Source: an optimization exercise on an open RTL-to-GDS flow (aim: small area, a short achievable clock period and few clock cycles). Production flows keep margins and buffers that such runs may drop.
Function was checked by simulation only, so behaviour that the tests miss may differ from the original.

==> flow/design.v (excerpt) <==
module d8_blend (
    input  wire        clk,
    input  wire        rst,         
    input  wire        in_valid,
    output wire        in_ready,
    input  wire        in_first,    
    input  wire        in_last,     
    input  wire [29:0] in_bg,       
    input  wire        in_lay,      
    input  wire        in_solid,    
    input  wire [2:0]  in_fmt,      
    input  wire [1:0]  in_mode,     
    input  wire [11:0] in_pa,       
    input  wire [31:0] in_pix,      
    output reg         out_valid,
    input  wire        out_ready,
    output reg  [29:0] out_pix      
);
clock: 25.0 ns
lec_check: 0
abc_area: 1
cap_margin: 20
core_margin: 2
core_utilization: 55
slew_margin: 20
standard.sh (not shown) runs the stock make flow with config.mk's settings and CLKGATE_MAP_FILE= SYNTH_SCRIPT=/design/flow/synth_recipe.tcl, a recipe that flattens the netlist after the stock synthesis.
==> flow/flow/run.sh <==
#!/bin/bash
# Own layout flow: the standard flow, with the timing repair aiming for a
# tighter setup margin than the design's 25 ns clock asks for, so that the
# achieved period shrinks. Constraints (clock period, I/O delays) unchanged.
export SETUP_SLACK_MARGIN=18.3
bash standard.sh > standard.log 2>&1
The first run ran to the end with no violations.
Testbench counts at the start, summed over its fixed seeds: cycles 74,862.
==> next run, changes <==
==> flow/run.sh (new file) <==
#!/bin/bash
# synth_recipe.tcl (not shown) runs the flow's synth.tcl, then flattens the netlist and writes it again
# the make line also repeats each setting of config.mk as NAME=value (left out here)
make -C /OpenROAD-flow-scripts/flow DESIGN_CONFIG=/design/flow/config.mk WORK_HOME=/design/flow/orfs CLKGATE_MAP_FILE= SYNTH_SCRIPT=/design/flow/synth_recipe.tcl finish
removed: flow/flow/run.sh
removed: flow/standard.sh
The new run finished clean.
Fmax falls by about a fifth.
Sequential cell count does not change.
Setup slack is worse by 1.9 ns.

========
Another version of the RTL of d8_blend (not shown whole).
For scale: about 44000 µm² of cells after synthesis.
clock: 25.0 ns
lec_check: 0
abc_area: 1
cap_margin: 20
core_margin: 2
core_utilization: 55
cts_cluster_diameter: 100
cts_cluster_size: 30
slew_margin: 20
==> flow/flow/run.sh <==
#!/bin/bash
# Own layout flow: the standard flow, with the timing repair aiming for a
# tighter setup margin than the design's 25 ns clock asks for, so that the
# achieved period shrinks. Constraints (clock period, I/O delays) unchanged.
export SETUP_SLACK_MARGIN=18.0
bash standard.sh > standard.log 2>&1
The first run passed the timing, DRC and antenna checks.
Testbench counts at the start, summed over its fixed seeds: cycles 74,862.
Change:
--- a/flow/flow/run.sh
+++ b/flow/flow/run.sh
@@ -4,3 +4,3 @@
 # achieved period shrinks. Constraints (clock period, I/O delays) unchanged.
-export SETUP_SLACK_MARGIN=18.0
+export SETUP_SLACK_MARGIN=18.6
 bash standard.sh > standard.log 2>&1
CTS_CLUSTER_DIAMETER = not set   (was 100)
CTS_CLUSTER_SIZE = not set   (was 30)
Cell count climbs by 2.8%.
Area after synthesis stays the same.
Sequential cell count is unchanged.
Change:
--- a/flow/flow/run.sh
+++ b/flow/flow/run.sh
@@ -4,3 +4,3 @@
 # achieved period shrinks. Constraints (clock period, I/O delays) unchanged.
-export SETUP_SLACK_MARGIN=18.6
+export SETUP_SLACK_MARGIN=18.3
 bash standard.sh > standard.log 2>&1
CTS_CLUSTER_DIAMETER = 100   (was not set)
CTS_CLUSTER_SIZE = 30   (was not set)
What happened: The new run completed without violations; flip-flop and latch count stays the same; non-clock buffer count goes down by 92; wire length goes down by a few percent; core utilization decreases by 4.0 points.
Change:
--- a/flow/flow/run.sh
+++ b/flow/flow/run.sh
@@ -4,3 +4,3 @@
 # achieved period shrinks. Constraints (clock period, I/O delays) unchanged.
-export SETUP_SLACK_MARGIN=18.3
+export SETUP_SLACK_MARGIN=18.8
 bash standard.sh > standard.log 2>&1
CTS_CLUSTER_DIAMETER = not set   (was 100)
CTS_CLUSTER_SIZE = not set   (was 30)
=> The changed run completed without violations. Cell area rose by about 10%. Sequential share of layout area fell by 2.2 points. Area after synthesis does not change. Core utilization rose by 6.4 points. Global-route usage rose by 1.5 points. Die area is unchanged.

========
d8_blend again, from the RTL that the note above started with.
==> flow/config.mk <==
export PLATFORM = sky130hd
export DESIGN_NAME = d8_blend
export DESIGN_NICKNAME = d8_blend
export VERILOG_FILES = /design/flow/design.v
export SDC_FILE = /design/flow/constraint.sdc
export NUM_CORES = 4
export LEC_CHECK = 0
export ABC_AREA = 1
export CAP_MARGIN = 20
export CORE_MARGIN = 2
export CORE_UTILIZATION = 55
export CTS_CLUSTER_DIAMETER = 100
export CTS_CLUSTER_SIZE = 30
export SLEW_MARGIN = 20
==> flow/constraint.sdc <==
create_clock -name core_clock -period 25.0 [get_ports {clk}]
set_input_delay 5.0000 -clock core_clock [delete_from_list [all_inputs] [get_ports {clk}]]
set_output_delay 5.0000 -clock core_clock [all_outputs]
set_load 0.01 [all_outputs]
==> flow/flow/run.sh <==
#!/bin/bash
# Own layout flow: the standard flow, with the timing repair aiming for a
# tighter setup margin than the design's 25 ns clock asks for, so that the
# achieved period shrinks. Constraints (clock period, I/O delays) unchanged.
export SETUP_SLACK_MARGIN=18.15
bash standard.sh > standard.log 2>&1
The baseline finished with timing, DRC and antenna clean.
Testbench counts at the start, summed over its fixed seeds: cycles 74,862.
Change:
--- a/flow/flow/run.sh
+++ b/flow/flow/run.sh
@@ -5 +5 @@
-export SETUP_SLACK_MARGIN=18.15
+export SETUP_SLACK_MARGIN=18.0
--- a/flow/config.mk
+++ b/flow/config.mk
@@ -12,2 +11,0 @@
-export CTS_CLUSTER_DIAMETER = 100
-export CTS_CLUSTER_SIZE = 30
The new run finished with timing, DRC and antenna clean.
Final area climbs slightly.
Register-to-register slack gains 0.08 ns.
Utilization increases by 0.41 points.
Hold slack gets worse by 0.013 ns.
Sequential share of layout area is lower by 0.16 points.
Non-clock buffer count falls by 7.
Die area stays the same.
Wire length goes up slightly.
Cell count increases slightly.
Change:
--- a/flow/flow/run.sh
+++ b/flow/flow/run.sh
@@ -5 +5 @@
-export SETUP_SLACK_MARGIN=18.0
+export SETUP_SLACK_MARGIN=18.3
Sequential share of layout area goes down by 0.47 points.
Final cell count rose slightly.
Die area does not change.
Synthesized area stays the same.
Routed wire length shrinks slightly.
Global-route usage drops by 0.45 points.
Setup slack improved by 0.13 ns.
Hold slack got worse by 0.0055 ns.
Final area increases by a few percent.

## port drivers added, routing unchanged
In the flow no input, the clock included, has a driving cell. The finished layouts below were timed again as built, in two steps.
Step 1 sets driving cells, clkbuf_16 on the clock port and buf_2 on the other inputs (assumed; they add their load-dependent delay and slew).
Step 2 also shifts input and output timing later by t, the mid clock arrival at the registers, as if the neighbouring blocks saw the same clock.
Three values: ideal ports, drivers, drivers and shift; two values: the first two.
run	shift t [ns]	slack for setup (ns)	hold slack, ns	latest minus earliest clock arrival (ns)
the first run of note 1	0.671	18.169 / 18.169 / 18.169	0.418 / 0.418 / 0.418	0.057 / 0.057
the second run of note 1	0.666	16.249 / 16.249 / 16.249	0.416 / 0.416 / 0.416	0.052 / 0.051
the first run of note 2	0.666	18.133 / 18.063 / 17.595	0.426 / 0.426 / 0.426	0.038 / 0.038
the second run of note 2	0.678	18.466 / 18.466 / 18.032	0.410 / 0.410 / 0.410	0.079 / 0.079
the third run of note 2	0.675	18.302 / 18.229 / 17.832	0.423 / 0.423 / 0.423	0.026 / 0.026
the fourth run of note 2	0.666	18.566 / 18.566 / 18.003	0.410 / 0.410 / 0.410	0.034 / 0.034
the first run of note 3	0.651	18.267 / 18.199 / 17.799	0.426 / 0.426 / 0.426	0.026 / 0.025
the second run of note 3	0.671	18.184 / 18.115 / 17.623	0.413 / 0.413 / 0.413	0.022 / 0.022
the third run of note 3	0.672	18.316 / 18.245 / 17.830	0.407 / 0.407 / 0.407	0.055 / 0.055
After both steps every run listed still meets setup and hold. The setup slack of the fourth run of note 2, which loses most, moves by 0.000 ns with the drivers and by -0.563 ns with both steps.
